From an optimization exercise on the open Yosys and OpenROAD flow, aimed at small area and a short achievable clock period; shortcuts taken in it are not production practice. The RTL was checked by simulation tests, not by an equivalence proof against the original design. No activity file was given, so power comes from the tool's default toggle rates.

## glade_shf
module glade_shf (
    input  wire        clk,
    input  wire        rst,
    input  wire        trig,
    input  wire [3:0]  op,
    input  wire [63:0] a,
    input  wire [63:0] bsrc,
    input  wire [63:0] t,
    output reg  [63:0] q,
    output reg         err
);
clock: 11.0 ns
lec_check: 0
cap_margin: 30
core_margin: 2
core_utilization: 18
place_density: 0.35
slew_margin: 35
run.sh (not shown) runs the stock make flow with config.mk's settings and CLKGATE_MAP_FILE= SYNTH_SCRIPT=/design/flow/synth_recipe.tcl, a recipe that flattens the netlist after the stock synthesis.
The first run completed with no timing, DRC or antenna violations.
Rerun with:
==> flow/flow/run.sh (new file) <==
#!/bin/bash
# The standard layout (standard.sh, all ORFS steps to finish) with one change:
# the buffers that buffer_ports puts on every input and output port are
# sky130_fd_sc_hd__buf_1 cells rather than the resizer's default choice
# (clkdlybuf4s50_1, a slow delay cell). The timing repair can still resize them.
# make's output goes to flow_make.log; each ORFS step logs under orfs/logs/.
set -euo pipefail
export BUFFER_PORTS_ARGS="-buffer_cell sky130_fd_sc_hd__buf_1"
bash standard.sh > flow_make.log 2>&1
==> flow/standard.sh (new file) <==
#!/bin/bash
# synth_recipe.tcl (not shown) runs the flow's synth.tcl, then flattens the netlist and writes it again
# the make line also repeats each setting of config.mk as NAME=value (left out here)
make -C /OpenROAD-flow-scripts/flow DESIGN_CONFIG=/design/flow/config.mk WORK_HOME=/design/flow/orfs CLKGATE_MAP_FILE= SYNTH_SCRIPT=/design/flow/synth_recipe.tcl "${@:-finish}"
--- a/flow/config.mk
+++ b/flow/config.mk
@@ -8,5 +8,6 @@
 export CAP_MARGIN = 30
 export CORE_MARGIN = 2
-export CORE_UTILIZATION = 18
-export PLACE_DENSITY = 0.35
+export CORE_UTILIZATION = 40
+export PLACE_DENSITY = 0.6
+export SETUP_SLACK_MARGIN = 3.5
 export SLEW_MARGIN = 35
removed: flow/run.sh
=> Power goes down by 2.2%. Critical path depth stays the same. Count of clock-buffer cells in the layout goes down by 1. Routed wire length goes down by 19%. Synthesized cell count does not change.
Rerun with:
==> flow/run.sh (new file) <==
#!/bin/bash
# synth_recipe.tcl (not shown) runs the flow's synth.tcl, then flattens the netlist and writes it again
# the make line also repeats each setting of config.mk as NAME=value (left out here)
make -C /OpenROAD-flow-scripts/flow DESIGN_CONFIG=/design/flow/config.mk WORK_HOME=/design/flow/orfs CLKGATE_MAP_FILE= SYNTH_SCRIPT=/design/flow/synth_recipe.tcl finish
removed: flow/flow/run.sh
removed: flow/standard.sh
The new run passed the timing, design-rule and antenna checks; cell area goes up by 9.1%; wire length goes up by 4.1%; combinational power is about the same; clock-buffer cell count climbs by 1.
Rerun with:
--- a/flow/config.mk
+++ b/flow/config.mk
@@ -10,4 +10,4 @@
 export CORE_UTILIZATION = 40
 export PLACE_DENSITY = 0.6
-export SETUP_SLACK_MARGIN = 3.5
+export SETUP_SLACK_MARGIN = 5
 export SLEW_MARGIN = 35
Effect: The changed run went through all stages and came out clean; wire length decreases by a few percent; critical path depth decreases by 2; core utilization increases by 0.30 points; non-clock buffer count decreases by 2.

---

job 8051:
Another version of the RTL of glade_shf (not shown whole).
Size: ~65 flip-flops, about 260 I/O pins, ~15000 sq um of cells after synthesis.
clock: 11.0 ns
lec_check: 0
cap_margin: 30
core_margin: 2
core_utilization: 40
place_density: 0.6
setup_slack_margin: 5
slew_margin: 35
synth_hierarchical: 1
synth_minimum_keep_size: 0
standard.sh (not shown) runs the stock make flow with config.mk's settings and CLKGATE_MAP_FILE= SYNTH_SCRIPT=/design/flow/synth_recipe.tcl, a recipe that flattens the netlist after the stock synthesis.
==> flow/flow/run.sh <==
#!/bin/bash
# The standard layout (standard.sh, all ORFS steps to finish) with one change:
# the buffers that buffer_ports puts on every input and output port are
# sky130_fd_sc_hd__buf_1 cells rather than the resizer's default choice
# (clkdlybuf4s50_1, a slow delay cell). The timing repair can still resize them.
# make's output goes to flow_make.log; each ORFS step logs under orfs/logs/.
set -euo pipefail
export BUFFER_PORTS_ARGS="-buffer_cell sky130_fd_sc_hd__buf_1"
bash standard.sh > flow_make.log 2>&1
Changes in job 1686 relative to job 8051:
Settings: ABC_AREA: unset -> 1.
==> results.txt <==
- Job 1686 completed every stage of the flow, and the final layout passed the timing, design-rule and antenna checks.
- Higher worst stage delay on the critical path among job 1686 and job 8051: job 8051
- Diff job 8051 -> job 1686 | cell count | up by more than a quarter
- Post-route minimum period ends up lower on job 1686.
- Utilization after layout for job 1686 is lower than for job 8051.
- Run comparison: job 1686 main combinational cell family by area after synthesis simple AND/OR/NAND/NOR gates; job 8051 main combinational cell family by area after synthesis multiplexers
- Looking at global-route usage, job 1686 sits above job 8051.
- | share of the cycle needed by the critical path after routing | job 8051 vs job 1686 | ≈ equal |
Changes in job 5047 relative to job 1686:
Settings: a change of SETUP_SLACK_MARGIN from 5 to 3.5; a deleted ABC_AREA that had been 1.
Results
Summary: with job 1686 as the reference, cell area in job 5047 moved down by a few percent.
On relative slew slack, job 1686 beats job 5047.
In the flow results for job 5047 and job 1686, the synthesized instance count is smaller on job 5047.
Job 5047: part of the total power dissipated in the clock network 0.5 points above job 1686
Job 5047 vs job 1686: instance area at placement down in job 5047
Re power: job 5047 is 0.088 mW down on job 1686.
From job 1686 to job 5047 the numbers moved as follows: met1 track utilization from global routing went down 6.4 points, path length in cells of the critical path now smaller.
diff inputs: job 5047 => job 7475
Settings: SETUP_SLACK_MARGIN changed from 3.5 to 5; CORE_UTILIZATION changed from 40 to 48; PLACE_DENSITY changed from 0.6 to 0.65; ABC_AREA newly set to 1; CAP_MARGIN changed from 30 to 5; SLEW_MARGIN changed from 35 to 5.
## What came out
- Number of non-filler instances in the completed layout, job 5047 and job 7475: lower on job 5047
- Count of fill cells added during filler insertion down about 8% in job 7475 wrt job 5047
- Job 7475: effective utilization at floorplan 8.3 points above job 5047
- Between job 5047 and job 7475, the clock-pin slew on the worst setup and hold paths figures differ only marginally.
- Compound-cell area share of the yosys netlist: job 7475 lower than job 5047
- Per the final summary, job 7475 finished and its layout is clean on timing, DRC and antenna.
- The core of job 7475 is more densely filled than that of job 5047.
- Summary — clock period minus worst slack, job 7475 relative to job 5047: lower, by 1.52 ns.
- Job 7475 vs. job 5047: share of the synthesized netlist area taken by xor and xnor gates now sits lower; sequential share of layout area now sits lower; maximum resistive drop on vdd now sits lower; final total power now sits higher.

## afterwards: timing with drivers on the ports
Ports are ideal in the flow. The routed layouts listed here were re-timed in OpenROAD.
Step 1 (the two cells are an assumption about what drives the block):
set clk [get_ports {clk}]
set_driving_cell -lib_cell sky130_fd_sc_hd__clkbuf_16 $clk
set_driving_cell -lib_cell sky130_fd_sc_hd__buf_2 [delete_from_list [all_inputs] $clk]
Step 2 moves the port delays by t, midway between the first and last clock arrival at a register: inputs arrive t later, outputs are due t later. That takes back most of the time a late clock gives input paths.
Slacks: ideal ports / drivers / drivers and shift; pairs: ideal ports / drivers.
| run | shift t [ns] | slack for setup (ns) | hold slack, ns | worst data-port slew with drivers (ns) | cell pins on the clock port's net |
|---|---|---|---|---|---|
| the first run of note 1 | 0.406 | 2.465 / 2.495 / 2.089 | 0.606 / 0.606 / 0.606 | 0.08 | 1 |
| the second run of note 1 | 0.395 | 3.653 / 3.682 / 3.288 | 0.601 / 0.601 / 0.601 | 0.10 | 1 |
| the third run of note 1 | 0.389 | 3.571 / 3.596 / 3.207 | 0.596 / 0.596 / 0.596 | 0.12 | 1 |
| the fourth run of note 1 | 0.402 | 3.884 / 3.887 / 3.485 | 0.602 / 0.602 / 0.602 | 0.11 | 1 |
| job 8051 | 0.422 | 5.034 / 5.052 / 4.630 | 0.648 / 0.648 / 0.648 | 0.05 | 1 |
| job 1686 | 0.414 | 5.043 / 5.069 / 4.655 | 0.632 / 0.632 / 0.632 | 0.07 | 1 |
| job 5047 | 0.422 | 3.546 / 3.573 / 3.151 | 0.643 / 0.643 / 0.643 | 0.04 | 1 |
| job 7475 | 0.413 | 5.069 / 5.094 / 4.680 | 0.632 / 0.632 / 0.632 | 0.08 | 1 |
After both steps setup and hold are still met in every run listed. The setup slack of job 8051, which loses most, moves by +0.018 ns with the drivers and by -0.404 ns with both steps.
